What follows belongs to an exercise in optimizing a design on an open flow for small area, a short achievable clock period and few clock cycles per item; a production flow would make more cautious choices. Only simulation tests tie the RTL to the original design; equivalence was not proved.

### flow/design.v
module limiter (
    input  wire        clk,
    input  wire        rst,
    input  wire [5:0]  la,         
    input  wire        in_valid,
    output wire        in_ready,
    input  wire [31:0] x,          
    input  wire [30:0] thr,        
    input  wire [30:0] k,          
    output wire        out_valid,
    input  wire        out_ready,
    output wire [31:0] y,          
    output wire [28:0] gr          
);
    localparam [28:0] ONE = 29'h1000_0000;       
    localparam [27:0] CUTS = (28'd1 << 5) | (28'd1 << 10) | (28'd1 << 15) | (28'd1 << 20) | (28'd1 << 25);
    function integer stage_start;
        input integer r;
        integer j;
        begin
            stage_start = 0;
            for (j = 1; j < r; j = j + 1)
                if (CUTS[j]) stage_start = j;
        end
    endfunction
    reg  [5:0]  la_r;
    reg  [29:0] mrec_r;          
    reg  [2:0]  lsh_r;           
    reg  [29:0] mrec;
    reg  [2:0]  lsh;
    always @(*) begin
        case (la)
        6'd0:  begin mrec = 30'd536870912;  lsh = 3'd0; end
        6'd1:  begin mrec = 30'd536870912;  lsh = 3'd1; end
        6'd2:  begin mrec = 30'd715827883;  lsh = 3'd2; end
        6'd3:  begin mrec = 30'd536870912;  lsh = 3'd2; end
        6'd4:  begin mrec = 30'd858993460;  lsh = 3'd3; end
        6'd5:  begin mrec = 30'd715827883;  lsh = 3'd3; end
        6'd6:  begin mrec = 30'd613566757;  lsh = 3'd3; end
        6'd7:  begin mrec = 30'd536870912;  lsh = 3'd3; end
        6'd8:  begin mrec = 30'd954437177;  lsh = 3'd4; end
        6'd9:  begin mrec = 30'd858993460;  lsh = 3'd4; end
        6'd10: begin mrec = 30'd780903145;  lsh = 3'd4; end
        6'd11: begin mrec = 30'd715827883;  lsh = 3'd4; end
        6'd12: begin mrec = 30'd660764200;  lsh = 3'd4; end
        6'd13: begin mrec = 30'd613566757;  lsh = 3'd4; end
        6'd14: begin mrec = 30'd572662307;  lsh = 3'd4; end
        6'd15: begin mrec = 30'd536870912;  lsh = 3'd4; end
        6'd16: begin mrec = 30'd1010580541; lsh = 3'd5; end
        6'd17: begin mrec = 30'd954437177;  lsh = 3'd5; end
        6'd18: begin mrec = 30'd904203642;  lsh = 3'd5; end
        6'd19: begin mrec = 30'd858993460;  lsh = 3'd5; end
        6'd20: begin mrec = 30'd818089009;  lsh = 3'd5; end
        6'd21: begin mrec = 30'd780903145;  lsh = 3'd5; end
        6'd22: begin mrec = 30'd746950835;  lsh = 3'd5; end
        6'd23: begin mrec = 30'd715827883;  lsh = 3'd5; end
        6'd24: begin mrec = 30'd687194768;  lsh = 3'd5; end
        6'd25: begin mrec = 30'd660764200;  lsh = 3'd5; end
        6'd26: begin mrec = 30'd636291452;  lsh = 3'd5; end
        6'd27: begin mrec = 30'd613566757;  lsh = 3'd5; end
        6'd28: begin mrec = 30'd592409283;  lsh = 3'd5; end
        6'd29: begin mrec = 30'd572662307;  lsh = 3'd5; end
        6'd30: begin mrec = 30'd554189329;  lsh = 3'd5; end
        6'd31: begin mrec = 30'd536870912;  lsh = 3'd5; end
        default: begin mrec = 30'd1041204193; lsh = 3'd6; end
        endcase
    end
    always @(posedge clk) begin
        la_r   <= la;
        mrec_r <= mrec;
        lsh_r  <= lsh;
    end
    wire pipe_adv;               
    wire loop_adv;               
    wire [31:0] ax_in = x[31] ? 32'd0 - x : x;
    reg  [4:0]  nz;
    integer zi;
    always @(*) begin
        nz = 5'd0;
        for (zi = 0; zi < 32; zi = zi + 1)
            if (ax_in[zi]) nz = 5'd31 - zi[4:0];
    end
    reg         i_v, i_big;
    reg  [31:0] i_x, i_an, i_bn;
    reg  [30:0] i_k;
    always @(posedge clk) begin
        if (rst)
            i_v <= 1'b0;
        else if (pipe_adv)
            i_v <= in_valid;
        if (pipe_adv) begin
            i_x   <= x;
            i_k   <= k;
            i_big <= ax_in > {1'b0, thr};
            i_bn  <= ax_in << nz;
            i_an  <= {1'b0, thr} << nz;
        end
    end
    wire        rv  [0:28];
    wire [31:0] rx  [0:28];
    wire [30:0] rk  [0:28];
    wire        rbg [0:28];
    wire [31:0] rbn [0:28];
    wire [34:0] rs  [0:28];
    wire [34:0] rc  [0:28];
    wire [27:0] rqp [0:28];
    wire [27:0] rqn [0:28];
    wire [28:0] rQ  [0:28];
    wire [28:0] rQM [0:28];
    genvar gi;
    generate
        for (gi = 0; gi < 28; gi = gi + 1) begin : row
            wire        v_i, bg_i;
            wire [31:0] x_i, bn_i;
            wire [30:0] k_i;
            wire [34:0] s_i, c_i;
            wire [27:0] qp_i, qn_i;
            wire [28:0] Q_i, QM_i;
            if (gi == 0) begin : first
                assign v_i = i_v; assign x_i = i_x; assign k_i = i_k; assign bg_i = i_big;
                assign bn_i = i_bn; assign s_i = {3'b000, i_an}; assign c_i = 35'd0;
                assign qp_i = 28'd0; assign qn_i = 28'd0;
                assign Q_i = 29'd0; assign QM_i = 29'h1000_0000;
            end else if (CUTS[gi]) begin : cut
                localparam integer A = stage_start(gi);
                localparam [28:0] UO = 29'd1 << (28 - A);
                localparam [28:0] UN = 29'd1 << (28 - gi);
                wire [28:0] dd   = {1'b0, rqp[gi]} - {1'b0, rqn[gi]};
                wire [28:0] dlo  = dd & (UO - 29'd1);
                wire [28:0] base = dd[28] ? rQM[gi] : rQ[gi];
                wire [28:0] cq   = base | dlo;
                wire [28:0] cqm  = (dd == 29'd0) ? (rQM[gi] | (UO - UN)) : (base | (dlo - UN));
                reg  [28:0] Q_q, QM_q;
                reg        v_q, bg_q;
                reg [31:0] x_q, bn_q;
                reg [30:0] k_q;
                reg [34:0] s_q, c_q;
                always @(posedge clk) begin
                    if (rst)
                        v_q <= 1'b0;
                    else if (pipe_adv)
                        v_q <= rv[gi];
                    if (pipe_adv) begin
                        x_q <= rx[gi]; k_q <= rk[gi]; bg_q <= rbg[gi]; bn_q <= rbn[gi];
                        s_q <= rs[gi]; c_q <= rc[gi]; Q_q <= cq; QM_q <= cqm;
                    end
                end
                assign v_i = v_q; assign x_i = x_q; assign k_i = k_q; assign bg_i = bg_q;
                assign bn_i = bn_q; assign s_i = s_q; assign c_i = c_q;
                assign qp_i = 28'd0; assign qn_i = 28'd0;
                assign Q_i = Q_q; assign QM_i = QM_q;
            end else begin : pass
                assign v_i = rv[gi]; assign x_i = rx[gi]; assign k_i = rk[gi]; assign bg_i = rbg[gi];
                assign bn_i = rbn[gi]; assign s_i = rs[gi]; assign c_i = rc[gi];
                assign qp_i = rqp[gi]; assign qn_i = rqn[gi];
                assign Q_i = rQ[gi]; assign QM_i = rQM[gi];
            end
            wire [34:0] s2  = {s_i[33:0], 1'b0};
            wire [34:0] c2  = {c_i[33:0], 1'b0};
            wire        qpos, qneg;
            if (gi == 0 || CUTS[gi]) begin : direct
                wire [3:0] est = s2[34:31] + c2[34:31];
                assign qpos = ~est[3];
                assign qneg = est[3] & ~(&est[2:0]);
            end else begin : spec
                assign qpos = row[gi-1].pp_p ? row[gi-1].np_p : row[gi-1].pn_p ? row[gi-1].nn_p : row[gi-1].nz_p;
                assign qneg = row[gi-1].pp_p ? row[gi-1].np_n : row[gi-1].pn_p ? row[gi-1].nn_n : row[gi-1].nz_n;
            end
            wire        pp_p = qpos;
            wire        pn_p = qneg;
            wire [34:0] op  = qpos ? ~{3'b000, bn_i} : (qneg ? {3'b000, bn_i} : 35'd0);
            wire [34:0] cy  = (s2 & c2) | (s2 & op) | (c2 & op);
            wire [34:0] opp = ~{3'b000, bn_i};
            wire [34:0] opn = {3'b000, bn_i};
            wire [34:0] sp_ = s2 ^ c2 ^ opp;
            wire [34:0] cp_ = (s2 & c2) | (s2 & opp) | (c2 & opp);
            wire [34:0] sn_ = s2 ^ c2 ^ opn;
            wire [34:0] cn_ = (s2 & c2) | (s2 & opn) | (c2 & opn);
            wire [34:0] sz_ = s2 ^ c2;
            wire [34:0] cz_ = s2 & c2;
            wire [3:0]  ep  = sp_[33:30] + cp_[32:29];
            wire [3:0]  en  = sn_[33:30] + cn_[32:29];
            wire [3:0]  ez  = sz_[33:30] + cz_[32:29];
            wire        np_p = ~ep[3], np_n = ep[3] & ~(&ep[2:0]);
            wire        nn_p = ~en[3], nn_n = en[3] & ~(&en[2:0]);
            wire        nz_p = ~ez[3], nz_n = ez[3] & ~(&ez[2:0]);
            assign rv[gi+1]  = v_i;
            assign rx[gi+1]  = x_i;
            assign rk[gi+1]  = k_i;
            assign rbg[gi+1] = bg_i;
            assign rbn[gi+1] = bn_i;
            assign rs[gi+1]  = s2 ^ c2 ^ op;
            assign rc[gi+1]  = {cy[33:0], qpos};
            assign rqp[gi+1] = qp_i | ({27'd0, qpos} << (27 - gi));
            assign rqn[gi+1] = qn_i | ({27'd0, qneg} << (27 - gi));
            assign rQ[gi+1]  = Q_i;
            assign rQM[gi+1] = QM_i;
        end
    endgenerate
    localparam integer AE = stage_start(28);
    localparam [28:0] UOE = 29'd1 << (28 - AE);
    wire [34:0] wfin = rs[28] + rc[28];
    wire        wneg = wfin[34];
    wire [28:0] fd   = {1'b0, rqp[28]} - {1'b0, rqn[28]};
    wire [28:0] flo  = fd & (UOE - 29'd1);
    wire [28:0] fbas = fd[28] ? rQM[28] : rQ[28];
    wire [28:0] fq   = fbas | flo;
    wire [28:0] fqm  = (fd == 29'd0) ? (rQM[28] | (UOE - 29'd1)) : (fbas | (flo - 29'd1));
    wire [28:0] gn_d = rbg[28] ? {1'b0, (wneg ? fqm[27:0] : fq[27:0])} : ONE;
    reg         p_v, p_bg;
    reg  [31:0] p_x;
    reg  [30:0] p_k;
    reg  [31:0] p_kp;            
    reg  [28:0] p_gn;
    always @(posedge clk) begin
        if (rst)
            p_v <= 1'b0;
        else if (pipe_adv)
            p_v <= rv[28];
        if (pipe_adv) begin
            p_x   <= rx[28];
            p_k   <= rk[28];
            p_kp  <= 32'h8000_0000 - {1'b0, rk[28]};
            p_bg  <= rbg[28];
            p_gn  <= gn_d;
        end
    end
    reg  [28:0] g, s, t;
    reg  [5:0]  h;
    reg         qdone;
    reg         qa;              
    reg  [28:0] dnum_r;
    reg  [29:0] qp;              
    reg         y_v;             
    reg  [31:0] leave_r;
    reg         o_v;
    reg  [31:0] o_y;
    reg  [28:0] o_g;
    wire        out_free = ~o_v | out_ready;
    wire        lt       = p_gn < g;
    wire        need_q   = lt & ~qdone;
    assign loop_adv = p_v & ~need_q & (~y_v | out_free);
    assign pipe_adv = ~p_v | loop_adv;
    assign in_ready = pipe_adv & ~rst;
    wire [28:0] dnum  = g - p_gn + {23'd0, la_r};
    wire [29:0] qsh   = qp >> lsh_r;
    wire [28:0] qv    = qsh[28:0];
    wire [60:0] rel;
    lim_mul_rel u_rel (.a(qa ? dnum_r : g), .b(qa ? {2'b00, mrec_r} : p_kp),
                       .c(qa ? 59'd0 : {p_k, 28'd0}), .p(rel));
    wire [28:0] g_rel = rel[59:31];
    wire [28:0] s1 = (qdone && qv > s) ? qv : s;
    wire [28:0] t1 = (qdone && p_gn < t) ? p_gn : t;
    wire [29:0] gs = {1'b0, g} - {1'b0, s1};
    wire        hit = gs[29] || (gs[28:0] <= t1);
    wire [5:0]  h1 = p_bg ? la_r + 6'd1 : h;
    wire [31:0] x_cur = p_x;
    wire [4:0]  segsel = (la_r[5]) ? 5'b11111 : la_r[4:0];
    wire        seg_e  = la_r[5];
    reg  [31:0] l0 [0:0];
    reg  [31:0] l1 [0:1];
    reg  [31:0] l2 [0:3];
    reg  [31:0] l3 [0:7];
    reg  [31:0] l4 [0:15];
    reg  [31:0] l5 [0:0];
    wire [31:0] c0 = x_cur;
    wire [31:0] c1 = segsel[0] ? l0[0]  : c0;
    wire [31:0] c2 = segsel[1] ? l1[1]  : c1;
    wire [31:0] c3 = segsel[2] ? l2[3]  : c2;
    wire [31:0] c4 = segsel[3] ? l3[7]  : c3;
    wire [31:0] c5 = segsel[4] ? l4[15] : c4;
    wire [31:0] c6 = seg_e     ? l5[0]  : c5;
    reg  [5:0]  fill;            
    wire [31:0] leave = (fill >= la_r) ? c6 : 32'd0;
    integer i;
    always @(posedge clk) begin
        if (loop_adv) begin
            l0[0] <= c0;
            l1[0] <= c1;
            for (i = 1; i < 2; i = i + 1) l1[i] <= l1[i-1];
            l2[0] <= c2;
            for (i = 1; i < 4; i = i + 1) l2[i] <= l2[i-1];
            l3[0] <= c3;
            for (i = 1; i < 8; i = i + 1) l3[i] <= l3[i-1];
            l4[0] <= c4;
            for (i = 1; i < 16; i = i + 1) l4[i] <= l4[i-1];
            l5[0] <= c5;
            leave_r <= leave;
        end
        if (rst)
            fill <= 6'd0;
        else if (loop_adv && fill != 6'd32)
            fill <= fill + 6'd1;
    end
    always @(posedge clk) begin
        if (rst) begin
            g     <= ONE;
            s     <= 29'd0;
            t     <= ONE;
            h     <= 6'd0;
            qdone <= 1'b0;
            qa    <= 1'b0;
            y_v   <= 1'b0;
        end else begin
            if (p_v && need_q && !qa) begin
                qa     <= 1'b1;
                dnum_r <= dnum;
            end
            if (qa) begin
                qa    <= 1'b0;
                qp    <= rel[58:29];
                qdone <= 1'b1;
            end
            if (loop_adv) begin
                qdone <= 1'b0;
                if (s1 != 29'd0) begin
                    h <= h1;
                    if (hit) begin
                        g <= t1;
                        s <= 29'd0;
                        t <= ONE;
                    end else begin
                        g <= gs[28:0];
                        s <= s1;
                        t <= t1;
                    end
                end else if (h1 != 6'd0) begin
                    h <= h1 - 6'd1;
                end else begin
                    h <= h1;
                    g <= g_rel;
                end
            end
            if (loop_adv)
                y_v <= 1'b1;
            else if (out_free)
                y_v <= 1'b0;
        end
    end
    wire [61:0] yprod;
    lim_mul_y u_y (.a(leave_r), .b(g), .p(yprod));
    always @(posedge clk) begin
        if (rst)
            o_v <= 1'b0;
        else if (y_v && out_free)
            o_v <= 1'b1;
        else if (out_ready)
            o_v <= 1'b0;
        if (y_v && out_free) begin
            o_y <= yprod[59:28];
            o_g <= g;
        end
    end
    assign out_valid = o_v;
    assign y         = o_y;
    assign gr        = o_g;
endmodule
module lim_mul_rel (input wire [28:0] a, input wire [31:0] b, input wire [58:0] c, output wire [60:0] p);
    wire [34:0] bx = {2'd0, b, 1'b0};
    wire [30:0] a1 = {1'b0, 1'b0, a};
    wire [30:0] a2 = {1'b0, a, 1'b0};
    wire [2:0] d0 = bx[2:0];
    wire one0 = d0[0] ^ d0[1];
    wire two0 = (d0 == 3'b011) | (d0 == 3'b100);
    wire neg0 = d0[2] & ~(d0 == 3'b111);
    wire [30:0] r0 = ({31{one0}} & a1 | {31{two0}} & a2) ^ {31{neg0}};
    wire [60:0] t0 = {30'd0, ~r0[30], r0[29:0]} << 0;
    wire [2:0] d1 = bx[4:2];
    wire one1 = d1[0] ^ d1[1];
    wire two1 = (d1 == 3'b011) | (d1 == 3'b100);
    wire neg1 = d1[2] & ~(d1 == 3'b111);
    wire [30:0] r1 = ({31{one1}} & a1 | {31{two1}} & a2) ^ {31{neg1}};
    wire [60:0] t1 = {30'd0, ~r1[30], r1[29:0]} << 2;
    wire [2:0] d2 = bx[6:4];
    wire one2 = d2[0] ^ d2[1];
    wire two2 = (d2 == 3'b011) | (d2 == 3'b100);
    wire neg2 = d2[2] & ~(d2 == 3'b111);
    wire [30:0] r2 = ({31{one2}} & a1 | {31{two2}} & a2) ^ {31{neg2}};
    wire [60:0] t2 = {30'd0, ~r2[30], r2[29:0]} << 4;
    wire [2:0] d3 = bx[8:6];
    wire one3 = d3[0] ^ d3[1];
    wire two3 = (d3 == 3'b011) | (d3 == 3'b100);
    wire neg3 = d3[2] & ~(d3 == 3'b111);
    wire [30:0] r3 = ({31{one3}} & a1 | {31{two3}} & a2) ^ {31{neg3}};
    wire [60:0] t3 = {30'd0, ~r3[30], r3[29:0]} << 6;
    wire [2:0] d4 = bx[10:8];
    wire one4 = d4[0] ^ d4[1];
    wire two4 = (d4 == 3'b011) | (d4 == 3'b100);
    wire neg4 = d4[2] & ~(d4 == 3'b111);
    wire [30:0] r4 = ({31{one4}} & a1 | {31{two4}} & a2) ^ {31{neg4}};
    wire [60:0] t4 = {30'd0, ~r4[30], r4[29:0]} << 8;
    wire [2:0] d5 = bx[12:10];
    wire one5 = d5[0] ^ d5[1];
    wire two5 = (d5 == 3'b011) | (d5 == 3'b100);
    wire neg5 = d5[2] & ~(d5 == 3'b111);
    wire [30:0] r5 = ({31{one5}} & a1 | {31{two5}} & a2) ^ {31{neg5}};
    wire [60:0] t5 = {30'd0, ~r5[30], r5[29:0]} << 10;
    wire [2:0] d6 = bx[14:12];
    wire one6 = d6[0] ^ d6[1];
    wire two6 = (d6 == 3'b011) | (d6 == 3'b100);
    wire neg6 = d6[2] & ~(d6 == 3'b111);
    wire [30:0] r6 = ({31{one6}} & a1 | {31{two6}} & a2) ^ {31{neg6}};
    wire [60:0] t6 = {30'd0, ~r6[30], r6[29:0]} << 12;
    wire [2:0] d7 = bx[16:14];
    wire one7 = d7[0] ^ d7[1];
    wire two7 = (d7 == 3'b011) | (d7 == 3'b100);
    wire neg7 = d7[2] & ~(d7 == 3'b111);
    wire [30:0] r7 = ({31{one7}} & a1 | {31{two7}} & a2) ^ {31{neg7}};
    wire [60:0] t7 = {30'd0, ~r7[30], r7[29:0]} << 14;
    wire [2:0] d8 = bx[18:16];
    wire one8 = d8[0] ^ d8[1];
    wire two8 = (d8 == 3'b011) | (d8 == 3'b100);
    wire neg8 = d8[2] & ~(d8 == 3'b111);
    wire [30:0] r8 = ({31{one8}} & a1 | {31{two8}} & a2) ^ {31{neg8}};
    wire [60:0] t8 = {30'd0, ~r8[30], r8[29:0]} << 16;
    wire [2:0] d9 = bx[20:18];
    wire one9 = d9[0] ^ d9[1];
    wire two9 = (d9 == 3'b011) | (d9 == 3'b100);
    wire neg9 = d9[2] & ~(d9 == 3'b111);
    wire [30:0] r9 = ({31{one9}} & a1 | {31{two9}} & a2) ^ {31{neg9}};
    wire [60:0] t9 = {30'd0, ~r9[30], r9[29:0]} << 18;
    wire [2:0] d10 = bx[22:20];
    wire one10 = d10[0] ^ d10[1];
    wire two10 = (d10 == 3'b011) | (d10 == 3'b100);
    wire neg10 = d10[2] & ~(d10 == 3'b111);
    wire [30:0] r10 = ({31{one10}} & a1 | {31{two10}} & a2) ^ {31{neg10}};
    wire [60:0] t10 = {30'd0, ~r10[30], r10[29:0]} << 20;
    wire [2:0] d11 = bx[24:22];
    wire one11 = d11[0] ^ d11[1];
    wire two11 = (d11 == 3'b011) | (d11 == 3'b100);
    wire neg11 = d11[2] & ~(d11 == 3'b111);
    wire [30:0] r11 = ({31{one11}} & a1 | {31{two11}} & a2) ^ {31{neg11}};
    wire [60:0] t11 = {30'd0, ~r11[30], r11[29:0]} << 22;
    wire [2:0] d12 = bx[26:24];
    wire one12 = d12[0] ^ d12[1];
    wire two12 = (d12 == 3'b011) | (d12 == 3'b100);
    wire neg12 = d12[2] & ~(d12 == 3'b111);
    wire [30:0] r12 = ({31{one12}} & a1 | {31{two12}} & a2) ^ {31{neg12}};
    wire [60:0] t12 = {30'd0, ~r12[30], r12[29:0]} << 24;
    wire [2:0] d13 = bx[28:26];
    wire one13 = d13[0] ^ d13[1];
    wire two13 = (d13 == 3'b011) | (d13 == 3'b100);
    wire neg13 = d13[2] & ~(d13 == 3'b111);
    wire [30:0] r13 = ({31{one13}} & a1 | {31{two13}} & a2) ^ {31{neg13}};
    wire [60:0] t13 = {30'd0, ~r13[30], r13[29:0]} << 26;
    wire [2:0] d14 = bx[30:28];
    wire one14 = d14[0] ^ d14[1];
    wire two14 = (d14 == 3'b011) | (d14 == 3'b100);
    wire neg14 = d14[2] & ~(d14 == 3'b111);
    wire [30:0] r14 = ({31{one14}} & a1 | {31{two14}} & a2) ^ {31{neg14}};
    wire [60:0] t14 = {30'd0, ~r14[30], r14[29:0]} << 28;
    wire [2:0] d15 = bx[32:30];
    wire one15 = d15[0] ^ d15[1];
    wire two15 = (d15 == 3'b011) | (d15 == 3'b100);
    wire neg15 = d15[2] & ~(d15 == 3'b111);
    wire [30:0] r15 = ({31{one15}} & a1 | {31{two15}} & a2) ^ {31{neg15}};
    wire [60:0] t15 = {30'd0, ~r15[30], r15[29:0]} << 30;
    wire [2:0] d16 = bx[34:32];
    wire one16 = d16[0] ^ d16[1];
    wire two16 = (d16 == 3'b011) | (d16 == 3'b100);
    wire neg16 = d16[2] & ~(d16 == 3'b111);
    wire [30:0] r16 = ({31{one16}} & a1 | {31{two16}} & a2) ^ {31{neg16}};
    wire [60:0] t16 = {30'd0, r16} << 32;
    wire [60:0] nv = ({60'd0, neg0} << 0) | ({60'd0, neg1} << 2) | ({60'd0, neg2} << 4) | ({60'd0, neg3} << 6) | ({60'd0, neg4} << 8) | ({60'd0, neg5} << 10) | ({60'd0, neg6} << 12) | ({60'd0, neg7} << 14) | ({60'd0, neg8} << 16) | ({60'd0, neg9} << 18) | ({60'd0, neg10} << 20) | ({60'd0, neg11} << 22) | ({60'd0, neg12} << 24) | ({60'd0, neg13} << 26) | ({60'd0, neg14} << 28) | ({60'd0, neg15} << 30) | ({60'd0, neg16} << 32);
    assign p = t0 + t1 + t2 + t3 + t4 + t5 + t6 + t7 + t8 + t9 + t10 + t11 + t12 + t13 + t14 + t15 + t16 + nv + 61'd768614336762478592 + {2'd0, c};
endmodule
module lim_mul_y (input wire [31:0] a, input wire [28:0] b, output wire [61:0] p);
    wire [30:0] bx = {1'd0, b, 1'b0};
    wire [33:0] a1 = {a[31], a[31], a};
    wire [33:0] a2 = {a[31], a, 1'b0};
    wire [2:0] d0 = bx[2:0];
    wire one0 = d0[0] ^ d0[1];
    wire two0 = (d0 == 3'b011) | (d0 == 3'b100);
    wire neg0 = d0[2] & ~(d0 == 3'b111);
    wire [33:0] r0 = ({34{one0}} & a1 | {34{two0}} & a2) ^ {34{neg0}};
    wire [61:0] t0 = {28'd0, ~r0[33], r0[32:0]} << 0;
    wire [2:0] d1 = bx[4:2];
    wire one1 = d1[0] ^ d1[1];
    wire two1 = (d1 == 3'b011) | (d1 == 3'b100);
    wire neg1 = d1[2] & ~(d1 == 3'b111);
    wire [33:0] r1 = ({34{one1}} & a1 | {34{two1}} & a2) ^ {34{neg1}};
    wire [61:0] t1 = {28'd0, ~r1[33], r1[32:0]} << 2;
    wire [2:0] d2 = bx[6:4];
    wire one2 = d2[0] ^ d2[1];
    wire two2 = (d2 == 3'b011) | (d2 == 3'b100);
    wire neg2 = d2[2] & ~(d2 == 3'b111);
    wire [33:0] r2 = ({34{one2}} & a1 | {34{two2}} & a2) ^ {34{neg2}};
    wire [61:0] t2 = {28'd0, ~r2[33], r2[32:0]} << 4;
    wire [2:0] d3 = bx[8:6];
    wire one3 = d3[0] ^ d3[1];
    wire two3 = (d3 == 3'b011) | (d3 == 3'b100);
    wire neg3 = d3[2] & ~(d3 == 3'b111);
    wire [33:0] r3 = ({34{one3}} & a1 | {34{two3}} & a2) ^ {34{neg3}};
    wire [61:0] t3 = {28'd0, ~r3[33], r3[32:0]} << 6;
    wire [2:0] d4 = bx[10:8];
    wire one4 = d4[0] ^ d4[1];
    wire two4 = (d4 == 3'b011) | (d4 == 3'b100);
    wire neg4 = d4[2] & ~(d4 == 3'b111);
    wire [33:0] r4 = ({34{one4}} & a1 | {34{two4}} & a2) ^ {34{neg4}};
    wire [61:0] t4 = {28'd0, ~r4[33], r4[32:0]} << 8;
    wire [2:0] d5 = bx[12:10];
    wire one5 = d5[0] ^ d5[1];
    wire two5 = (d5 == 3'b011) | (d5 == 3'b100);
    wire neg5 = d5[2] & ~(d5 == 3'b111);
    wire [33:0] r5 = ({34{one5}} & a1 | {34{two5}} & a2) ^ {34{neg5}};
    wire [61:0] t5 = {28'd0, ~r5[33], r5[32:0]} << 10;
    wire [2:0] d6 = bx[14:12];
    wire one6 = d6[0] ^ d6[1];
    wire two6 = (d6 == 3'b011) | (d6 == 3'b100);
    wire neg6 = d6[2] & ~(d6 == 3'b111);
    wire [33:0] r6 = ({34{one6}} & a1 | {34{two6}} & a2) ^ {34{neg6}};
    wire [61:0] t6 = {28'd0, ~r6[33], r6[32:0]} << 12;
    wire [2:0] d7 = bx[16:14];
    wire one7 = d7[0] ^ d7[1];
    wire two7 = (d7 == 3'b011) | (d7 == 3'b100);
    wire neg7 = d7[2] & ~(d7 == 3'b111);
    wire [33:0] r7 = ({34{one7}} & a1 | {34{two7}} & a2) ^ {34{neg7}};
    wire [61:0] t7 = {28'd0, ~r7[33], r7[32:0]} << 14;
    wire [2:0] d8 = bx[18:16];
    wire one8 = d8[0] ^ d8[1];
    wire two8 = (d8 == 3'b011) | (d8 == 3'b100);
    wire neg8 = d8[2] & ~(d8 == 3'b111);
    wire [33:0] r8 = ({34{one8}} & a1 | {34{two8}} & a2) ^ {34{neg8}};
    wire [61:0] t8 = {28'd0, ~r8[33], r8[32:0]} << 16;
    wire [2:0] d9 = bx[20:18];
    wire one9 = d9[0] ^ d9[1];
    wire two9 = (d9 == 3'b011) | (d9 == 3'b100);
    wire neg9 = d9[2] & ~(d9 == 3'b111);
    wire [33:0] r9 = ({34{one9}} & a1 | {34{two9}} & a2) ^ {34{neg9}};
    wire [61:0] t9 = {28'd0, ~r9[33], r9[32:0]} << 18;
    wire [2:0] d10 = bx[22:20];
    wire one10 = d10[0] ^ d10[1];
    wire two10 = (d10 == 3'b011) | (d10 == 3'b100);
    wire neg10 = d10[2] & ~(d10 == 3'b111);
    wire [33:0] r10 = ({34{one10}} & a1 | {34{two10}} & a2) ^ {34{neg10}};
    wire [61:0] t10 = {28'd0, ~r10[33], r10[32:0]} << 20;
    wire [2:0] d11 = bx[24:22];
    wire one11 = d11[0] ^ d11[1];
    wire two11 = (d11 == 3'b011) | (d11 == 3'b100);
    wire neg11 = d11[2] & ~(d11 == 3'b111);
    wire [33:0] r11 = ({34{one11}} & a1 | {34{two11}} & a2) ^ {34{neg11}};
    wire [61:0] t11 = {28'd0, ~r11[33], r11[32:0]} << 22;
    wire [2:0] d12 = bx[26:24];
    wire one12 = d12[0] ^ d12[1];
    wire two12 = (d12 == 3'b011) | (d12 == 3'b100);
    wire neg12 = d12[2] & ~(d12 == 3'b111);
    wire [33:0] r12 = ({34{one12}} & a1 | {34{two12}} & a2) ^ {34{neg12}};
    wire [61:0] t12 = {28'd0, ~r12[33], r12[32:0]} << 24;
    wire [2:0] d13 = bx[28:26];
    wire one13 = d13[0] ^ d13[1];
    wire two13 = (d13 == 3'b011) | (d13 == 3'b100);
    wire neg13 = d13[2] & ~(d13 == 3'b111);
    wire [33:0] r13 = ({34{one13}} & a1 | {34{two13}} & a2) ^ {34{neg13}};
    wire [61:0] t13 = {28'd0, ~r13[33], r13[32:0]} << 26;
    wire [2:0] d14 = bx[30:28];
    wire one14 = d14[0] ^ d14[1];
    wire two14 = (d14 == 3'b011) | (d14 == 3'b100);
    wire neg14 = d14[2] & ~(d14 == 3'b111);
    wire [33:0] r14 = ({34{one14}} & a1 | {34{two14}} & a2) ^ {34{neg14}};
    wire [61:0] t14 = {28'd0, ~r14[33], r14[32:0]} << 28;
    wire [61:0] nv = ({61'd0, neg0} << 0) | ({61'd0, neg1} << 2) | ({61'd0, neg2} << 4) | ({61'd0, neg3} << 6) | ({61'd0, neg4} << 8) | ({61'd0, neg5} << 10) | ({61'd0, neg6} << 12) | ({61'd0, neg7} << 14) | ({61'd0, neg8} << 16) | ({61'd0, neg9} << 18) | ({61'd0, neg10} << 20) | ({61'd0, neg11} << 22) | ({61'd0, neg12} << 24) | ({61'd0, neg13} << 26) | ({61'd0, neg14} << 28);
    assign p = t0 + t1 + t2 + t3 + t4 + t5 + t6 + t7 + t8 + t9 + t10 + t11 + t12 + t13 + t14 + nv + 62'd1537228675672440832;
endmodule
### flow/run.sh
#!/bin/bash
# synth_recipe.tcl (not shown) runs the flow's synth.tcl, then flattens the netlist and writes it again
# the make line also repeats each setting of config.mk as NAME=value (left out here)
make -C /OpenROAD-flow-scripts/flow DESIGN_CONFIG=/design/flow/config.mk WORK_HOME=/design/flow/orfs CLKGATE_MAP_FILE= SYNTH_SCRIPT=/design/flow/synth_recipe.tcl finish
### flow/config.mk
export PLATFORM = sky130hd
export DESIGN_NAME = limiter
export DESIGN_NICKNAME = limiter
export VERILOG_FILES = /design/flow/design.v
export SDC_FILE = /design/flow/constraint.sdc
export NUM_CORES = 4
export LEC_CHECK = 0
export CAP_MARGIN = 20
export CORE_MARGIN = 2
export CORE_UTILIZATION = 40
export SETUP_SLACK_MARGIN = 1.5
export SLEW_MARGIN = 20
### flow/constraint.sdc
create_clock -name core_clock -period 13.0 [get_ports {clk}]
set_input_delay 2.6000 -clock core_clock [delete_from_list [all_inputs] [get_ports {clk}]]
set_output_delay 2.6000 -clock core_clock [all_outputs]
set_load 0.01 [all_outputs]
==> metrics.md, run 1 <==
| Metric | Value |
|---|---|
| Status | `no timing/DRC/antenna violations` |
| Skew final | `117 ps` |
| # port buffers | `166` |
| Drt pass-1 iters | `9` |
| CTS Buf Count | `282` |
| Worst hold path depth | `0` |
| Ys Warns | `7` |
| Avg WL per Cell | `22.1 um` |
| Clock latency on the worst-skew pair | `960 ps` |
| Die height | `690 um` |
| Post-Route WL | `502000 um` |
| Worst hold path class | `reg -> reg` |
| Clock sinks | `2541` |
| TritonCTS clock tree | `done` |
| Vias in the first global route | `124000` |
| Iter 0 DRT Violations | `11800` |
| Highest Clock Rate | `0.0921 GHz` |
| Setup Viol. Count Final | `0` |
| I/O pin count | `167` |
| Post-synth EDFFs | `2393` |
| Placed wire-length estimate | `363000 um` |
| Area leader, netlist | `edfxtp_1` |
| Register area share after synthesis | `39.7%` |
| Std cell rows | `252` |
| Largest net degree at the start of global routing | `180` |
| Seq cells post-synth | `2541` |
| DIE WIDTH | `690 um` |
| H-tree levels | `5` |
| Syn nets | `19500` |
| Vias per inst | `5.41` |
| Ys flop type | `edfxtp_1` |
| CP Data Arrival Time | `11580 ps` |
| Layout area overhead | `9.37%` |
| RSZ-0062 raised after global routing | `yes` |
| Most frequent cells after synthesis | `edfxtp_1, inv_1, fa_1` |
| Clock tree buffer depth | `4` |
| Final Max Slew Viols | `0` |
| Most common cell in the netlist | `edfxtp_1` |
| Max-cap violations | `0` |
| Initial Util | `40.1%` |
| Cell area after synthesis | `188000 um2` |
| Synth top area cells | `edfxtp_1, fa_1, ha_1` |
| Unique masters post-synth | `122` |
| First-pass GRT wire length | `771000 um` |
| Most used cell, CP | `a21oi_1` |
| Final period util | `83.5%` |
| CP Data Required Time | `13730 ps` |
| Fill count | `43400` |
| CP startpoint kind | `flip-flop` |
| Root buf cell | `clkbuf_16` |
| Die ar. | `476000 um2` |
| Worst Max-Slew Pin Slew | `1150 ps` |
| Gate Count Post-Synth | `16500` |
| Min Clock Period, post-route | `10850 ps` |
| Final ANT Viol Nets | `0` |
| Slowest Stage Delay on Critical Path | `610 ps` |
| Crit path max fanout | `37` |
| Initial antenna violation count | `16` |
| Cell depth of the worst flop-to-flop path | `40` |
| DRC Markers | `0` |
| Top cell type's share of synthesized area | `38.2%` |
| RePlAce Congestion | `0.909` |
| Inst Count DP | `22200` |
| Setup TNS | `0 ps` |
| Async S/R FF share, synth | `0%` |
| Post-cts hold buffer count | `0` |
| Ratio of cells with drive above 1 in the final layout | `7.64%` |
| Slew HR | `23.1%` |
| Hold Vio Cnt, Final | `0` |
| Crit path kind | `reg -> reg` |
| Via count | `123000` |
| Clk slew on worst S/H paths | `60 ps` |
| Finished Layout Cells | `22700` |
| Core Area | `470000 um2` |
| Slowest cell on crit path | `fa_1` |
| Layout Nets | `19300` |
| GR Overflow Total | `0` |
| Tot GR Track Use | `20.7%` |
| Crit. End Element | `flip-flop` |
| Syn avg cell area | `11.4 um2` |
==> sequential cells by signal, summed over array words and instances (netlist names), 32 cells and up <==
name,flops
row.genblk1.cut.x_q,160
l0,32
p_kp,32
p_x,32
l2,128
l5,32
l4,512
i_bn,32
row.c_i,165
o_y,32
i_x,32
row.genblk1.cut.bn_q,160
row.genblk1.cut.s_q,170
rQ,75
l1,64
i_an,32
rQM,75
leave_r,32
row.genblk1.cut.k_q,155
l3,256
==> final cells by class <==
type                       instances  area [um2]  area share (%)
timing repair inverter             1        5.00         0.00243
clock inverter                   161        1630           0.790
clock buffer                     344        7400            3.59
timing repair buffer             466        4080            1.98
inverter                        2189        8240            4.00
tap                             6223        7790            3.78
antenna                            9        22.5          0.0109
multi-input combinational      10800      102000            49.5
sequential                      2541       74800            36.3
==> what timing repair did <==
| item | 4_1_cts | 5_1_grt |
|---|---|---|
| cloned | 1 | 1 |
| pin swaps | 1 | 2 |
| gates resized for setup | 6 | 39 |
| setup buffers | 3 | 9 |
| endpoints found under the setup margin | 33 | 79 |
==> per-stage QoR <==
step	hold slack [ps]	util, %	worst slack [ps]	area [um2]
finish	355	43.8	2150	206000
global route	375	43.8	1500	206000
CTS	360	43.8	1610	206000
detailed placement	405	41.8	1200	197000
global placement	400	41.8	1220	197000
floorplan	400	-	1520	188000
==> path summary, 6_finish.rpt <==
check	start	slack (ps)	to
min	row[15].genblk1.cut.k_q[0]	350	row[20].genblk1.cut.k_q[0]
max	row[10].genblk1.cut.s_q[32]	2150	rQM[16][19]
max reg2reg	row[10].genblk1.cut.s_q[32]	2150	rQM[16][19]
min reg2reg	row[15].genblk1.cut.k_q[0]	350	row[20].genblk1.cut.k_q[0]
==> critical path, delay by kind of cell (launching register included) <==
family	cells	cell delay [ps]
and+or+nand+nor	7	1660
muxes	2	440
DFF	1	390
xor gates and xnor gates	2	430
buffers and inverters	5	840
AOI/OAI and AO/OA	14	2520
adders and majority gates	10	4380
==> kinds of logic (layout without fill, tap and decap cells) <==
logic type	count (synthesis)	after routing	synth area share [%]
flops	2541	2541	39.7
xor+xnor	1312	1312	6.16
fa+ha+maj	2919	2919	26.5
compound gates	3307	3307	11.3
other cells	1	10	0.00199
simple gates	2617	2618	6.26
mux	598	598	3.53
buf+inv	3230	3161	6.51
==> layout by cell type, fill, tap and decap left out, types with 47 or more instances in the layout <==
cell type,synthesis,final
a211oi_1,52,52
a21o_1,190,190
a21oi_1,879,872
a22oi_1,876,876
a31oi_1,54,52
buf_4,7,282
clkbuf_1,880,53
clkbuf_16,0,284
clkdlybuf4s50_1,0,162
clkinv_1,11,56
dfxtp_1,148,143
edfxtp_1,2393,2393
fa_1,1796,1795
ha_1,1123,1120
inv_1,2158,2157
mux2_2,291,291
mux2i_1,281,276
nand2_1,928,920
nand2b_1,78,69
nand3_1,111,111
nand4_1,72,72
nor2_1,865,839
nor2b_1,119,114
nor3_1,178,175
o211ai_1,66,66
o21ai_0,673,668
o22ai_1,47,47
o31ai_1,60,59
xnor2_1,915,912
xor2_1,388,385
==> routing by layer <==
metal	track usage [%]	routed length [um]	vias to the layer above
li1	-	-	56100
met1	29.4	224000	61300
met2	32.4	225000	4344
met3	3.65	36300	899
met4	6.19	16600	6
met5	0.160	117	-
Testbench counts, summed over its fixed seeds: cycles 12,836, items 12,000.
==> run 2: changes to the inputs <==
--- a/flow/config.mk
+++ b/flow/config.mk
@@ -8,5 +8,4 @@
 export CAP_MARGIN = 20
 export CORE_MARGIN = 2
 export CORE_UTILIZATION = 40
-export SETUP_SLACK_MARGIN = 1.5
 export SLEW_MARGIN = 20
==> run 2 against run 1 <==
  * Sequential share of layout area is essentially flat
  * Maximum frequency decreased by 7.5%
  * Largest cell class unchanged
  * Highest routed layer unchanged
==> metrics.md, run 2 <==
| Metric | Value |
|---|---|
| Status | `no timing/DRC/antenna violations` |
| Setup Viol. Count Final | `0 (unchanged)` |
| Cell area after synthesis | `188000 um2 (unchanged)` |
| Most common cell in the netlist | `edfxtp_1` |
| CP Data Required Time | `13710 ps (-20 ps)` |
| Hold Vio Cnt, Final | `0 (unchanged)` |
| CP startpoint kind | `flip-flop` |
| Syn nets | `19500 (unchanged)` |
| CP Data Arrival Time | `12450 ps (+870 ps)` |
| Register area share after synthesis | `39.7% (unchanged)` |
| Via count | `123000 (+0.068%)` |
| Vias per inst | `5.41 (+0.15%)` |
| Iter 0 DRT Violations | `11000 (-7.2%)` |
| Seq cells post-synth | `2541 (unchanged)` |
| Post-cts hold buffer count | `0 (unchanged)` |
| Final Max Slew Viols | `0 (unchanged)` |
| Crit. End Element | `flip-flop` |
| Placed wire-length estimate | `362000 um (about the same)` |
| Setup slack at placement | `1250 ps (+47.7 ps)` |
| Max-cap violations | `0 (unchanged)` |
| Min Clock Period, post-route | `11730 ps (+878 ps)` |
| # port buffers | `166 (unchanged)` |
| Cell area after layout | `206000 um2 (-0.13%)` |
| I/O pin count | `167 (unchanged)` |
| GR Overflow Total | `0 (unchanged)` |
| DRC Markers | `0 (unchanged)` |
| Layout area overhead | `9.23%` |
| Post_cts resized | `0 (-6)` |
| Area leader, netlist | `edfxtp_1` |
| RePlAce Congestion | `0.915 (+0.68%)` |
| Worst setup slack after layout | `1270 ps (-878 ps)` |
| Fill count | `43500 (+0.28%)` |
| Worst hold path class | `reg -> reg` |
| Max reg flops | `512 (unchanged)` |
| Std cell rows | `252 (unchanged)` |
| Async S/R FF share, synth | `0% (unchanged)` |
| Most frequent cells in the layout | `edfxtp_1, inv_1, fa_1` |
| Post-synth EDFFs | `2393 (unchanged)` |
| Adder-cell area share of the yosys netlist | `26.5% (unchanged)` |
| Slowest cell on crit path | `or2_2` |
| Compound-Gate Fraction of Synth Area | `11.3% (unchanged)` |
| Crit path max fanout | `40 (+8.1%)` |
| Syn avg cell area | `11.4 um2 (unchanged)` |
| RSZ-0062 raised after global routing | `no` |
| Die height | `690 um (unchanged)` |
| Final ANT Viol Nets | `0 (unchanged)` |
| First-pass GRT wire length | `773000 um (+0.24%)` |
| Largest registers | `l4 (512), l3 (256), row.genblk1.cut.s_q (170)` |
| Post-Route WL | `501000 um (-0.15%)` |
| Clock tree buffer depth | `4 (unchanged)` |
| Most frequent cells after synthesis | `edfxtp_1, inv_1, fa_1` |
| Slowest Stage Delay on Critical Path | `640 ps (+30 ps)` |
| Most used cell, CP | `a21oi_1` |
| R2r setup slk | `1270 ps (-880 ps)` |
| Setup TNS | `0 ps (unchanged)` |
| Gate Count Post-Synth | `16500 (unchanged)` |
| Initial antenna violation count | `15 (-1)` |
| Mux cell area share after synthesis | `3.53% (unchanged)` |
| Vias in the first global route | `125000 (+0.57%)` |
| Clock latency on the worst-skew pair | `930 ps (-30 ps)` |
| Layout Nets | `19200 (-0.073%)` |
| Synth Area in XOR/XNOR | `6.16% (unchanged)` |
| Highest Clock Rate | `0.0852 GHz (-7.5%)` |
| H-tree levels | `5 (unchanged)` |
| Worst Max-Slew Pin Slew | `1160 ps (+4.33 ps)` |
| Core Area | `470000 um2 (unchanged)` |
| Drt pass-1 iters | `6 (-3)` |
| Avg WL per Cell | `22.1 um (about the same)` |
| Crit path kind | `reg -> reg` |
| Simple-Gate Fraction of Synth Area | `6.26% (unchanged)` |
| Largest net degree at the start of global routing | `198 (+10%)` |
| Ys Warns | `7 (unchanged)` |
| Die ar. | `476000 um2 (unchanged)` |
| Setup bufs post-CTS | `0 (-3)` |
| Synth top area cells | `edfxtp_1, fa_1, ha_1` |
| Most common cell after layout, fill and taps aside | `edfxtp_1` |
| Clk slew on worst S/H paths | `60 ps (about the same)` |
| Skew final | `87.6 ps (-29.9 ps)` |
| Ratio of cells with drive above 1 in the final layout | `7.44% (-0.20 points)` |
| Largest Register | `l4` |
| TritonCTS clock tree | `done` |
| Initial Util | `40.1% (unchanged)` |
| Largest family of logic cells by synthesized area | `adder cells` |
| Clock sinks | `2541 (unchanged)` |
| Top cell type's share of synthesized area | `38.2% (unchanged)` |
| Root buf cell | `clkbuf_16` |
| Tot GR Track Use | `20.8% (+0.053 points)` |
| DIE WIDTH | `690 um (unchanged)` |
| CTS Buf Count | `283 (+0.35%)` |
| Ys flop type | `edfxtp_1` |
| Slew HR | `23.0% (-0.11 points)` |
| Final period util | `90.2% (+6.8 points)` |
| Unique masters post-synth | `122 (unchanged)` |
| Placed cell area | `197000 um2 (about the same)` |
-- run 2: cell types whose count changed in the layout (fill, tap and decap cells not counted), moves of 5 or more --
cell	previous run	this run
clkbuf_16	284	290
buf_6	8	0
clkbuf_8	8	1
clkinv_2	39	46
nand2_2	8	3
-- run 2: path summary, 6_finish.rpt --
| path | from | endpoint | cells after the start |
|---|---|---|---|
| worst max register to register | row[10].genblk1.cut.s_q[31] | rQM[16][21] | 41 |
| worst min-delay path | row[15].genblk1.cut.k_q[0] | row[20].genblk1.cut.k_q[0] | 0 |
| worst max-delay path | row[10].genblk1.cut.s_q[31] | rQM[16][21] | 41 |
| worst min register to register | row[15].genblk1.cut.k_q[0] | row[20].genblk1.cut.k_q[0] | 0 |
-- run 2: final cells by class --
cell class              instances  area [um2]  area share, %
diodes                          7        17.5        0.00851
repair buffers                453        3890           1.89
clock inverters               163        1640          0.797
well taps                    6223        7790           3.78
flip-flops and latches       2541       74800           36.4
clock buffers                 341        7460           3.63
inverters                    2189        8220           4.00
multi-input cells           10800      102000           49.5
-- run 2: per-stage QoR --
| step | hold slack, ps | instances | utilization [%] |
|---|---|---|---|
| after floorplan | 400 | 16500 | - |
| after global placement | 400 | 22200 | 41.8 |
| after detailed placement | 405 | 22200 | 41.8 |
| after CTS | 363 | 22700 | 43.8 |
| after global routing | 378 | 22700 | 43.8 |
| final | 359 | 22700 | 43.8 |
-- run 2: cells by family after synthesis --
family                   Yosys count
AND/OR/NAND/NOR                 2617
other                              1
AO/OA/AOI/OAI                   3307
buffers and inverters           3230
adder cells (fa/ha/maj)         2919
flip-flops                      2541
multiplexers                     598
XOR/XNOR                        1312
-- run 2: worst max-delay path: cells and delay by family (launching register included) --
kind,cells,cell delay [ps]
fa+ha+maj,10,4370
buf+inv,6,1200
compound gates,13,2270
xor+xnor,2,400
mux,2,440
simple gates,8,2480
flops,1,350
-- run 2: layer usage --
layer  track usage, %  wire length [um]
met1             29.5            223000
met2             32.4            224000
met3             3.64             37600
met4             6.38             16300
met5                0                34
==> run 3: changes to the inputs <==
--- a/flow/design.v
+++ b/flow/design.v
@@ -107,6 +107,8 @@
     wire [27:0] rqn [0:28];
     wire [28:0] rQ  [0:28];
     wire [28:0] rQM [0:28];
+    wire [27:0] rDP [0:28];
+    wire [27:0] rDN [0:28];
     genvar gi;
     generate
         for (gi = 0; gi < 28; gi = gi + 1) begin : row
@@ -116,21 +118,25 @@
             wire [34:0] s_i, c_i;
             wire [27:0] qp_i, qn_i;
             wire [28:0] Q_i, QM_i;
+            wire [27:0] dp_i, dn_i;
             if (gi == 0) begin : first
                 assign v_i = i_v; assign x_i = i_x; assign k_i = i_k; assign bg_i = i_big;
                 assign bn_i = i_bn; assign s_i = {3'b000, i_an}; assign c_i = 35'd0;
                 assign qp_i = 28'd0; assign qn_i = 28'd0;
                 assign Q_i = 29'd0; assign QM_i = 29'h1000_0000;
+                assign dp_i = 28'd0; assign dn_i = 28'd0;
             end else if (CUTS[gi]) begin : cut
-                localparam integer A = stage_start(gi);
-                localparam [28:0] UO = 29'd1 << (28 - A);
-                localparam [28:0] UN = 29'd1 << (28 - gi);
-                wire [28:0] dd   = {1'b0, rqp[gi]} - {1'b0, rqn[gi]};
+                localparam integer A  = stage_start(gi);
+                localparam integer A2 = stage_start(A);
+                localparam [28:0] UO = 29'd1 << (28 - A2);
+                localparam [28:0] UN = 29'd1 << (28 - A);
+                wire [28:0] dd   = {1'b0, rDP[gi]} - {1'b0, rDN[gi]};
                 wire [28:0] dlo  = dd & (UO - 29'd1);
                 wire [28:0] base = dd[28] ? rQM[gi] : rQ[gi];
                 wire [28:0] cq   = base | dlo;
                 wire [28:0] cqm  = (dd == 29'd0) ? (rQM[gi] | (UO - UN)) : (base | (dlo - UN));
                 reg  [28:0] Q_q, QM_q;
+                reg  [27:0] dp_q, dn_q;
                 reg        v_q, bg_q;
                 reg [31:0] x_q, bn_q;
                 reg [30:0] k_q;
@@ -143,17 +149,20 @@
                     if (pipe_adv) begin
                         x_q <= rx[gi]; k_q <= rk[gi]; bg_q <= rbg[gi]; bn_q <= rbn[gi];
                         s_q <= rs[gi]; c_q <= rc[gi]; Q_q <= cq; QM_q <= cqm;
+                        dp_q <= rqp[gi]; dn_q <= rqn[gi];
                     end
                 end
                 assign v_i = v_q; assign x_i = x_q; assign k_i = k_q; assign bg_i = bg_q;
                 assign bn_i = bn_q; assign s_i = s_q; assign c_i = c_q;
                 assign qp_i = 28'd0; assign qn_i = 28'd0;
                 assign Q_i = Q_q; assign QM_i = QM_q;
+                assign dp_i = dp_q; assign dn_i = dn_q;
             end else begin : pass
                 assign v_i = rv[gi]; assign x_i = rx[gi]; assign k_i = rk[gi]; assign bg_i = rbg[gi];
                 assign bn_i = rbn[gi]; assign s_i = rs[gi]; assign c_i = rc[gi];
                 assign qp_i = rqp[gi]; assign qn_i = rqn[gi];
                 assign Q_i = rQ[gi]; assign QM_i = rQM[gi];
+                assign dp_i = rDP[gi]; assign dn_i = rDN[gi];
             end
             wire [34:0] s2  = {s_i[33:0], 1'b0};
             wire [34:0] c2  = {c_i[33:0], 1'b0};
@@ -195,17 +204,26 @@
             assign rqn[gi+1] = qn_i | ({27'd0, qneg} << (27 - gi));
             assign rQ[gi+1]  = Q_i;
             assign rQM[gi+1] = QM_i;
+            assign rDP[gi+1] = dp_i;
+            assign rDN[gi+1] = dn_i;
         end
     endgenerate
-    localparam integer AE = stage_start(28);
-    localparam [28:0] UOE = 29'd1 << (28 - AE);
+    localparam integer AE  = stage_start(28);
+    localparam integer AE2 = stage_start(AE);
+    localparam [28:0] UOE2 = 29'd1 << (28 - AE2);
+    localparam [28:0] UOE  = 29'd1 << (28 - AE);
+    wire [28:0] ed   = {1'b0, rDP[28]} - {1'b0, rDN[28]};
+    wire [28:0] elo  = ed & (UOE2 - 29'd1);
+    wire [28:0] ebas = ed[28] ? rQM[28] : rQ[28];
+    wire [28:0] eq   = ebas | elo;
+    wire [28:0] eqm  = (ed == 29'd0) ? (rQM[28] | (UOE2 - UOE)) : (ebas | (elo - UOE));
     wire [34:0] wfin = rs[28] + rc[28];
     wire        wneg = wfin[34];
     wire [28:0] fd   = {1'b0, rqp[28]} - {1'b0, rqn[28]};
     wire [28:0] flo  = fd & (UOE - 29'd1);
-    wire [28:0] fbas = fd[28] ? rQM[28] : rQ[28];
+    wire [28:0] fbas = fd[28] ? eqm : eq;
     wire [28:0] fq   = fbas | flo;
-    wire [28:0] fqm  = (fd == 29'd0) ? (rQM[28] | (UOE - 29'd1)) : (fbas | (flo - 29'd1));
+    wire [28:0] fqm  = (fd == 29'd0) ? (eqm | (UOE - 29'd1)) : (fbas | (flo - 29'd1));
     wire [28:0] gn_d = rbg[28] ? {1'b0, (wneg ? fqm[27:0] : fq[27:0])} : ONE;
     reg         p_v, p_bg;
     reg  [31:0] p_x;
@@ -249,10 +267,16 @@
     lim_mul_rel u_rel (.a(qa ? dnum_r : g), .b(qa ? {2'b00, mrec_r} : p_kp),
                        .c(qa ? 59'd0 : {p_k, 28'd0}), .p(rel));
     wire [28:0] g_rel = rel[59:31];
-    wire [28:0] s1 = (qdone && qv > s) ? qv : s;
-    wire [28:0] t1 = (qdone && p_gn < t) ? p_gn : t;
-    wire [29:0] gs = {1'b0, g} - {1'b0, s1};
-    wire        hit = gs[29] || (gs[28:0] <= t1);
+    wire        use_q = qdone && (qv > s);
+    wire [28:0] s1  = use_q ? qv : s;
+    wire [28:0] t1  = (qdone && p_gn < t) ? p_gn : t;
+    wire [29:0] gms = {1'b0, g} - {1'b0, s};
+    wire [29:0] gmq = {1'b0, g} - {1'b0, qv};
+    wire        hs  = gms[29] || ((gms[28:0] <= t) && (!qdone || gms[28:0] <= p_gn));
+    wire        hq  = gmq[29] || ((gmq[28:0] <= t) && (gmq[28:0] <= p_gn));
+    wire        hit = hs || (qdone && hq);
+    wire [29:0] gs  = use_q ? gmq : gms;
+    wire        s1nz = qdone || (s != 29'd0);      
     wire [5:0]  h1 = p_bg ? la_r + 6'd1 : h;
     wire [31:0] x_cur = p_x;
     wire [4:0]  segsel = (la_r[5]) ? 5'b11111 : la_r[4:0];
@@ -313,7 +337,7 @@
             end
             if (loop_adv) begin
                 qdone <= 1'b0;
-                if (s1 != 29'd0) begin
+                if (s1nz) begin
                     h <= h1;
                     if (hit) begin
                         g <= t1;
--- a/flow/config.mk
+++ b/flow/config.mk
@@ -8,4 +8,5 @@
 export CAP_MARGIN = 20
 export CORE_MARGIN = 2
 export CORE_UTILIZATION = 40
+export SETUP_SLACK_MARGIN = 5.0
 export SLEW_MARGIN = 20
==> run 3 against run 2 <==
  * Critical path depth down 3
  * Via count grew 5.6%
  * Design area grew 9.0%
  * Non-clock buffer count increased by 729
  * First-iteration DRC count up 11%
  * Die area is 0.88% higher
  * Register-to-register slack improved by 2900 ps
  * Critical endpoint is now row[15].genblk1.cut.s_q[28]
==> metrics.md, run 3 <==
| Metric | Value |
|---|---|
| Syn nets | `19800 (+1.3%)` |
| Fill count | `42000 (-3.4%)` |
| Cell area after layout | `224000 um2 (+9.0%)` |
| CP Data Required Time | `13690 ps (-20 ps)` |
| Die ar. | `481000 um2 (+0.88%)` |
| Max-cap violations | `0 (unchanged)` |
| Mux cell area share after synthesis | `3.54% (+0.018 points)` |
| Iter 0 DRT Violations | `12200 (+11%)` |
| Worst Hold Path EP | `l3[5][7]` |
| Core Area | `474000 um2 (+0.80%)` |
| Vias in the first global route | `133000 (+6.4%)` |
| Gate Count Post-Synth | `16700 (+0.82%)` |
| Slowest Stage Delay on Critical Path | `550 ps (-90 ps)` |
| Clock latency on the worst-skew pair | `970 ps (+40 ps)` |
| Ys flop type | `edfxtp_1` |
| Largest registers | `l4 (512), l3 (256), row.genblk1.cut.s_q (170)` |
| Area leader, netlist | `edfxtp_1` |
| Most frequent cells in the layout | `edfxtp_1, inv_1, fa_1` |
| Critical R2R Capture | `row[15].genblk1.cut.s_q[28]` |
| Via count | `130000 (+5.6%)` |
| R2r setup slk | `4180 ps (+2910 ps)` |
| Crit path buf inv count | `11 (+5)` |
| Adder-cell area share of the yosys netlist | `27.2% (+0.61 points)` |
| Hold Vio Cnt, Final | `0 (unchanged)` |
| Initial Util | `40.1% (about the same)` |
| H-tree levels | `5 (unchanged)` |
| Slowest cell on crit path | `fa_1` |
| GR Overflow Total | `0 (unchanged)` |
| Vias per inst | `5.48 (+1.2%)` |
| First-pass GRT wire length | `833000 um (+7.8%)` |
| Highest Clock Rate | `0.113 GHz (+33%)` |
| Cell family with most CP delay | `adder cells` |
| Die height | `693 um (+0.44%)` |
| Layout Nets | `20300 (+5.5%)` |
| Placed wire-length estimate | `374000 um (+3.3%)` |
| Largest net degree at the start of global routing | `194 (-2.0%)` |
| Most common cell after layout, fill and taps aside | `edfxtp_1` |
| Unique masters post-synth | `98 (-20%)` |
| TritonCTS clock tree | `done` |
| Ratio of cells with drive above 1 in the final layout | `17.1% (+9.7 points)` |
| RSZ-0062 raised after global routing | `yes` |
| Final Max Slew Viols | `0 (unchanged)` |
| Slew HR | `25.5% (+2.6 points)` |
| Post-Route WL | `554000 um (+11%)` |
| Simple-Gate Fraction of Synth Area | `5.77% (-0.49 points)` |
| Core Util, Final | `47.3% (+3.6 points)` |
| Clk slew on worst S/H paths | `60 ps (about the same)` |
| Worst hold path depth | `0 (unchanged)` |
| DRC Markers | `0 (unchanged)` |
| DIE WIDTH | `693 um (+0.44%)` |
| Min Clock Period, post-route | `8820 ps (-2910 ps)` |
| Most used cell, CP | `fa_2` |
| Most frequent cells after synthesis | `edfxtp_1, inv_1, fa_1` |
| Crit. End Element | `flip-flop` |
| # port buffers | `166 (unchanged)` |
| Worst Max-Slew Pin Slew | `1110 ps (-41.3 ps)` |
| Setup Viol. Count Final | `0 (unchanged)` |
| Cell area after synthesis | `190000 um2 (+0.89%)` |
| Post-synth EDFFs | `2386 (-0.29%)` |
| I/O pin count | `167 (unchanged)` |
| Skew final | `108 ps (+20.4 ps)` |
| Crit path kind | `reg -> reg` |
| CP Data Arrival Time | `9510 ps (-2940 ps)` |
| Synth top area cells | `edfxtp_1, fa_1, ha_1` |
| Root buf cell | `clkbuf_16` |
| Register area share after synthesis | `39.3% (-0.46 points)` |
| Drt pass-1 iters | `7 (+1)` |
| CTS Buf Count | `287 (+1.4%)` |
| Synth Area in XOR/XNOR | `6.33% (+0.17 points)` |
| Worst R2R Start | `row[10].genblk1.cut.s_q[31]` |
| Top cell type's share of synthesized area | `37.7% (-0.45 points)` |
| RePlAce Congestion | `0.944 (+3.2%)` |
| Ys Warns | `7 (unchanged)` |
| Worst hold path class | `reg -> reg` |
| Tot GR Track Use | `22.5% (+1.8 points)` |
| Async S/R FF share, synth | `0% (unchanged)` |
| Placed cell area | `199000 um2 (+1.0%)` |
| Crit path max fanout | `7 (-83%)` |
| Seq cells post-synth | `2534 (-0.28%)` |
| CP startpoint kind | `flip-flop` |
| Status | `no timing/DRC/antenna violations` |
| Levels on crit path | `38 (-7.3%)` |
| Largest family of logic cells by synthesized area | `adder cells` |
| Layout area overhead | `18.0%` |
| Avg WL per Cell | `23.4 um (+6.1%)` |
| Final ANT Viol Nets | `0 (unchanged)` |
| Cell depth of the worst flop-to-flop path | `38 (-7.3%)` |
| Std cell rows | `253 (+0.40%)` |
| Initial antenna violation count | `21 (+6)` |
| Clock tree buffer depth | `4 (unchanged)` |
| Hold Startpoint | `l3[4][7]` |
| Post-cts hold buffer count | `0 (unchanged)` |
| Compound-Gate Fraction of Synth Area | `11.4% (+0.15 points)` |
| Final period util | `67.9% (-22 points)` |
| Most common cell in the netlist | `edfxtp_1` |
| Largest Register | `l4` |
| Max reg flops | `512 (unchanged)` |
| Syn avg cell area | `11.4 um2 (about the same)` |
| Clock sinks | `2534 (-0.28%)` |
## run 3: cell types whose count changed in the layout (fill, tap and decap cells not counted), moves of 70 or more
cell	previous run	this run
a21oi_1	873	784
a21oi_4	4	78
a22oi_2	0	70
buf_12	7	126
buf_4	280	624
buf_6	0	165
fa_1	1796	1599
fa_2	0	202
mux2i_4	4	75
nand2_1	924	816
nor3_1	175	105
o21ai_0	669	527
## run 3: worst reg2reg max path: cells and delay by family (launching register included)
kind,cells,cell delay [ps]
xor gates and xnor gates,2,340
adders and majority gates,11,4330
DFF,1,390
AOI/OAI and AO/OA,6,880
and+or+nand+nor,8,1450
buffers and inverters,11,1190
## run 3: area by class of cell
cell class	count	area [um2]	share of cell area [%]
Antenna cell	17	42.5	0.0190
Sequential cell	2534	74700	33.3
Inverter	2258	8650	3.86
Clock inverter	161	1710	0.763
Multi-Input combinational cell	10900	111000	49.4
Timing Repair inverter	2	15.0	0.00669
Tap cell	6247	7820	3.48
Timing Repair Buffer	1182	13200	5.89
Clock buffer	356	7470	3.33
## run 3: logic make-up after synthesis
family	Yosys count
flip-flops	2534
XOR/XNOR	1360
adder cells (fa/ha/maj)	3044
other	1
AND/OR/NAND/NOR	2470
AO/OA/AOI/OAI	3365
buffers and inverters	3274
multiplexers	613
## run 3: metrics by stage
stage          setup slack (ps)  hold slack [ps]  instances   TNS, ps
4_1_cts                    4160              386      23500         0
5_1_grt                    3890              399      23600         0
3_3_place_gp               1760              400      22400         0
2_1_floorplan             -2580              400      16700  -3135880
3_5_place_dp               1570              405      22400         0
6_report                   4180              379      23600         0
## run 3: how the worst max path moves through the flow
stage	start	end
4_1_cts	row[20].c_i[30]	row[25].genblk1.cut.s_q[4]
2_1_floorplan	out_ready	i_an[0]
5_1_grt	row[20].genblk1.cut.s_q[30]	row[25].genblk1.cut.s_q[20]
3_3_place_gp	row[20].genblk1.cut.s_q[31]	row[25].genblk1.cut.s_q[20]
3_5_place_dp	row[20].genblk1.cut.s_q[31]	row[25].genblk1.cut.s_q[9]
6_report	row[10].genblk1.cut.s_q[31]	row[15].genblk1.cut.s_q[28]
## run 3: per-layer routing
metal / GRT usage [%] / vias up / share of wire [%]
met5: 0.170 / - / 0.022
met3: 3.99 / 1258 / 7.5
met4: 9.24 / 4 / 4.6
met2: 36.3 / 4988 / 46
li1: - / 58300 / -
met1: 30.1 / 65100 / 42
## run 3: timing repair
item,in CTS,in global routing
resized for setup,1461,548
pin swaps,515,383
setup buffers,502,150
setup endpoints to repair,518,505
cloned,94,12
Testbench counts of run 3, summed over its fixed seeds: cycles 12,836, items 12,000.
==> run 4: changes to the inputs <==
--- a/flow/config.mk
+++ b/flow/config.mk
@@ -8,5 +8,5 @@
 export CAP_MARGIN = 20
 export CORE_MARGIN = 2
 export CORE_UTILIZATION = 40
-export SETUP_SLACK_MARGIN = 5.0
+export SETUP_SLACK_MARGIN = 2.5
 export SLEW_MARGIN = 20
==> run 4 against run 3 <==
  * Still clean on timing, DRC and antenna
  * Critical path depth down 3
  * Clock skew increased by 8.9 ps
  * Utilization decreased by 3.4 points
  * Final cell count is 3.2% lower
  * Die area is the same
  * Routed wire length decreased by 8.3%
  * Design area down 7.2%
  * Critical path type unchanged
==> metrics.md, run 4 <==
| Metric | Value |
|---|---|
| Status | `no timing/DRC/antenna violations` |
| Initial antenna violation count | `21 (unchanged)` |
| Cell area after layout | `208000 um2 (-7.2%)` |
| I/O pin count | `167 (unchanged)` |
| Post-cts hold buffer count | `0 (unchanged)` |
| Min Clock Period, post-route | `10180 ps (+1360 ps)` |
| Syn avg cell area | `11.4 um2 (unchanged)` |
| Drt pass-1 iters | `6 (-1)` |
| Die height | `693 um (unchanged)` |
| Core Area | `474000 um2 (unchanged)` |
| H-tree levels | `5 (unchanged)` |
| Hold Vio Cnt, Final | `0 (unchanged)` |
| RSZ-0062 raised after global routing | `yes` |
| Vias in the first global route | `127000 (-4.6%)` |
| Final period util | `78.3% (+10 points)` |
| # port buffers | `166 (unchanged)` |
| Most used cell, CP | `a21oi_1` |
| Most frequent cells in the layout | `edfxtp_1, inv_1, fa_1` |
| DRC Markers | `0 (unchanged)` |
| Highest Clock Rate | `0.0982 GHz (-13%)` |
| Crit path max fanout | `53 (+46)` |
| TritonCTS clock tree | `done` |
| GR Overflow Total | `0 (unchanged)` |
| Async S/R FF share, synth | `0% (unchanged)` |
| Root buf cell | `clkbuf_16` |
| Fill count | `43800 (+4.1%)` |
| DIE WIDTH | `693 um (unchanged)` |
| CTS Buf Count | `287 (unchanged)` |
| CP Data Required Time | `13840 ps (+150 ps)` |
| Top cell type's share of synthesized area | `37.7% (unchanged)` |
| Clk slew on worst S/H paths | `60 ps (about the same)` |
run 4: changes by cell type in the layout (fill, tap and decap cells not counted), sizes merged, moves of 2 or more:
cell / change
mux2: -25
or2: -2
and2: -2
inv: +31
o21ai: -3
clkbuf: -11
bufbuf: -24
clkinvlp: -31
diode: -5
buf: -669
run 4: final timing paths:
kind	start	depth (start not counted)	to
setup reg to reg	lsh_r[1]	35	g[0]
setup / recovery	lsh_r[1]	35	g[0]
hold / removal	l3[4][7]	0	l3[5][7]
hold reg to reg	l3[4][7]	0	l3[5][7]
run 4: metal layers:
| layer | GRT usage, % | vias up |
|---|---|---|
| met3 | 3.33 | 979 |
| met5 | 0 | - |
| met1 | 28.4 | 61900 |
| met2 | 33.7 | 3991 |
| met4 | 7.57 | 2 |
| li1 | - | 56700 |
run 4: critical path: cells and delay by family (launching register included):
kind / cells / cell delay [ps]
DFF: 1 / 300
adders and majority gates: 3 / 710
buffers and inverters: 4 / 1320
muxes: 2 / 810
and+or+nand+nor: 5 / 1770
xor gates and xnor gates: 1 / 580
AOI/OAI and AO/OA: 20 / 4510
run 4: layout make-up:
cell class	count	share of cell area, %
Clock inverter	161	0.822
Tap cell	6247	3.75
Sequential cell	2534	35.8
Timing Repair Buffer	478	2.05
Inverter	2258	4.07
Antenna cell	12	0.0144
Multi-Input combinational cell	10900	49.9
Timing Repair inverter	1	0.00240
Clock buffer	356	3.59
run 4: repair_timing:
item | 4_1_cts | 5_1_grt
setup endpoints to repair | 125 | 213
pin swaps | 3 | 7
resized for setup | 13 | 50
cloned | 2 | 3
buffers inserted | 6 | 7
run 4: kinds of logic after synthesis:
family	synth area share (%)
AND/OR/NAND/NOR	5.77
XOR/XNOR	6.33
adder cells (fa/ha/maj)	27.2
flip-flops	39.3
AO/OA/AOI/OAI	11.4
multiplexers	3.54
other	0.00197
buffers and inverters	6.52
run 4: per-stage QoR:
step / hold slack (ps) / worst slack, ps / util [%] / TNS, ps / std cells
finish: 379 / 2820 / 43.9 / 0 / 22900
global route: 399 / 2450 / 43.9 / 0 / 22900
CTS: 386 / 2560 / 43.9 / 0 / 22900
detailed placement: 405 / 1570 / 41.9 / 0 / 22400
global placement: 400 / 1760 / 41.9 / 0 / 22400
floorplan: 400 / -2580 / - / -3135880 / 16700

re-timing with driven ports:
How much do the figures lean on ideal ports? The routed layouts below were timed once more, with nothing changed but the port constraints.
Step 1 sets driving cells, clkbuf_16 on the clock port and buf_2 on the other inputs (assumed; they add their load-dependent delay and slew).
Step 2, shift: input delay + t, output delay - t, t = (earliest + latest rising clock arrival at the registers) / 2. This alone moves slack from input paths to output paths.
Three values: ideal, step 1, step 2; two values: the first two.
run	t, ns	setup slack, ns	hold slack, ns
run 1	1.001	2.145 / 2.145 / 2.145	0.355 / 0.355 / 0.355
run 2	0.996	1.268 / 1.268 / 1.268	0.359 / 0.359 / 0.359
run 3	1.036	4.179 / 4.179 / 4.179	0.379 / 0.379 / 0.379
run 4	1.020	2.816 / 2.816 / 2.816	0.379 / 0.379 / 0.379
After both steps setup and hold are still met in every run listed.
